Background: an optimization exercise with open tools, aiming at small area and a short achievable clock period. Do not read the settings as production practice.
The RTL was checked by simulation tests, not by an equivalence proof against the original design.

== delta ==
## dram_addr_map
module dram_addr_map (
    input  wire        clk,
    input  wire        rst,             
    input  wire [1:0]  cfg_bays,        
    input  wire [1:0]  cfg_first_quad,  
    input  wire [15:0] cfg_chan_mask,   
    input  wire [9:0]  cfg_cap_gib,     
    input  wire [2:0]  cfg_log2_nr,     
    input  wire        in_valid,
    input  wire [42:0] in_pa,
    output reg         out_valid,
    output reg  [3:0]  out_bay,
    output reg  [15:0] out_set,
    output reg  [20:0] out_tag,
    output reg         out_edge,
    output reg  [1:0]  out_slot,
    output reg  [3:0]  out_chan,
    output reg  [32:0] out_line,
    output reg         out_sub,
    output reg  [10:0] out_col,
    output reg  [2:0]  out_bg,
    output reg  [1:0]  out_bank,
    output reg  [3:0]  out_rank,
    output reg  [19:0] out_row
);
    function [2:0] add3(input [2:0] a, input [2:0] b);
        begin
            add3[0] = (a[0] & b[0]) | (a[1] & b[2]) | (a[2] & b[1]);
            add3[1] = (a[0] & b[1]) | (a[1] & b[0]) | (a[2] & b[2]);
            add3[2] = (a[0] & b[2]) | (a[1] & b[1]) | (a[2] & b[0]);
        end
    endfunction
    function ge10(input [9:0] a, input [9:0] b);
        reg [15:0] g, e;
        integer i, l;
        begin
            for (i = 0; i < 16; i = i + 1) begin
                g[i] = (i < 10) ? (a[i] & ~b[i]) : 1'b0;
                e[i] = (i < 10) ? ~(a[i] ^ b[i]) : 1'b1;
            end
            for (l = 1; l < 16; l = l * 2)
  ...
==> flow/config.mk <==
export PLATFORM = sky130hd
export DESIGN_NAME = dram_addr_map
export DESIGN_NICKNAME = dram_addr_map
export VERILOG_FILES = /design/flow/design.v
export SDC_FILE = /design/flow/constraint.sdc
export NUM_CORES = 4
export LEC_CHECK = 0
export ABC_AREA = 1
export CAP_MARGIN = 20
export CORE_MARGIN = 2
export CORE_UTILIZATION = 40
export CTS_CLUSTER_DIAMETER = 100
export CTS_CLUSTER_SIZE = 27
export SLEW_MARGIN = 20
==> flow/constraint.sdc <==
create_clock -name core_clock -period 22.0 [get_ports {clk}]
set_input_delay 4.4000 -clock core_clock [delete_from_list [all_inputs] [get_ports {clk}]]
set_output_delay 4.4000 -clock core_clock [all_outputs]
set_load 0.01 [all_outputs]
standard.sh (not shown) runs the stock make flow with config.mk's settings and CLKGATE_MAP_FILE= SYNTH_SCRIPT=/design/flow/synth_recipe.tcl, a recipe that flattens the netlist after the stock synthesis.
==> flow/flow/run.sh <==
#!/bin/bash
# Standard layout (the standard.sh), with two changes made through the
# environment ORFS reads:
#  - plain buf_1 cells as the port buffers (buffer_ports otherwise picks a slow
#    delay buffer); every input and output port still gets one;
#  - timing repair aimed at a 16.5 ns setup margin on the design's clock,
#    i.e. the resizer works until paths fit in 22 - 16.5 ns. The SDC, the
#    clock period and all constraints are unchanged.
# All tool output goes to standard.log here and to ORFS's own logs under orfs/.
set -euo pipefail
export BUFFER_PORTS_ARGS="-buffer_cell sky130_fd_sc_hd__buf_1"
export SETUP_SLACK_MARGIN=16.5
bash standard.sh > standard.log 2>&1
Modified inputs, xenon compared to delta
-- flow/design.v --
<<< delta, line 242
    wire        cn = cc[0];
    reg  [36:5] z_hi;
    reg  [36:5] v_ones, v_zeros;       
    integer     zi;
    always @(*) begin
        v_ones[5]  = 1'b1;
        v_zeros[5] = 1'b1;
        for (zi = 6; zi < 37; zi = zi + 1) begin
            v_ones[zi]  = v_ones[zi-1] & b1_v[zi-1];
            v_zeros[zi] = v_zeros[zi-1] & ~b1_v[zi-1];
        end
        for (zi = 5; zi < 37; zi = zi + 1)
            z_hi[zi] = b1_v[zi] ^ (cp & v_ones[zi]) ^ (cn & v_zeros[zi]);
    end
    wire [36:0] z = {z_hi, b1_pl + b1_ms2[4:0]};
>>> xenon, line 242
    wire        cn = cc[0];
    reg  [36:5] z_hi;
    reg  [37:5] zc;                    
    integer     zi;
    always @(*) begin
        zc[5] = cp | cn;
        for (zi = 5; zi < 37; zi = zi + 1) begin
            zc[zi+1] = zc[zi] & (b1_v[zi] ^ cn);
            z_hi[zi] = b1_v[zi] ^ zc[zi];
        end
    end
    wire [36:0] z = {z_hi, b1_pl + b1_ms2[4:0]};
Findings:
xenon reached the end of the flow, and the finished layout is clean on the timing, DRC and antenna checks. Summary of the comparison: per-instance average area after synthesis is higher in xenon, relative to delta. delta -> xenon: detailed-routing wirelength on met1 decreased slightly. Going from delta to xenon, post-place setup slack decreased 220 ps; number of library cell types mapped by synthesis increased 5; final period demand of the worst path increased 4.2 ps; cell area after synthesis increased about 1.3%. Looking at capturing instance or port of the critical path, the out_line[0] result is from delta; the out_tag[14] one comes from xenon. Relative to delta, number of vias in the routed layout has increased by about 2.7% in xenon. [compare] base=delta new=xenon: detail-routed via count per cell now sits higher; final wirelength now sits higher.

re-timing with driven ports:
No port has a modelled driver above. Below, the same layouts with a new extraction and two added sets of constraints.
Step 1 assumes that a clkbuf_16 drives the clock port and a buf_2 every other input.
Step 2 moves the port delays by t, midway between the first and last clock arrival at a register: inputs arrive t later, outputs are due t later. That takes back most of the time a late clock gives input paths.
a / b / c = ideal / step 1 / step 2; a / b = the first two.
run | t, ns | setup slack, ns | worst register clock-pin slew, ns
delta | 0.547 | 16.568 / 16.519 / 16.213 | 0.11 / 0.11
xenon | 0.550 | 16.563 / 16.515 / 16.091 | 0.10 / 0.10
After both steps every run listed still meets setup and hold. The setup slack of xenon, which loses most, moves by -0.048 ns with the drivers and by -0.472 ns with both steps.
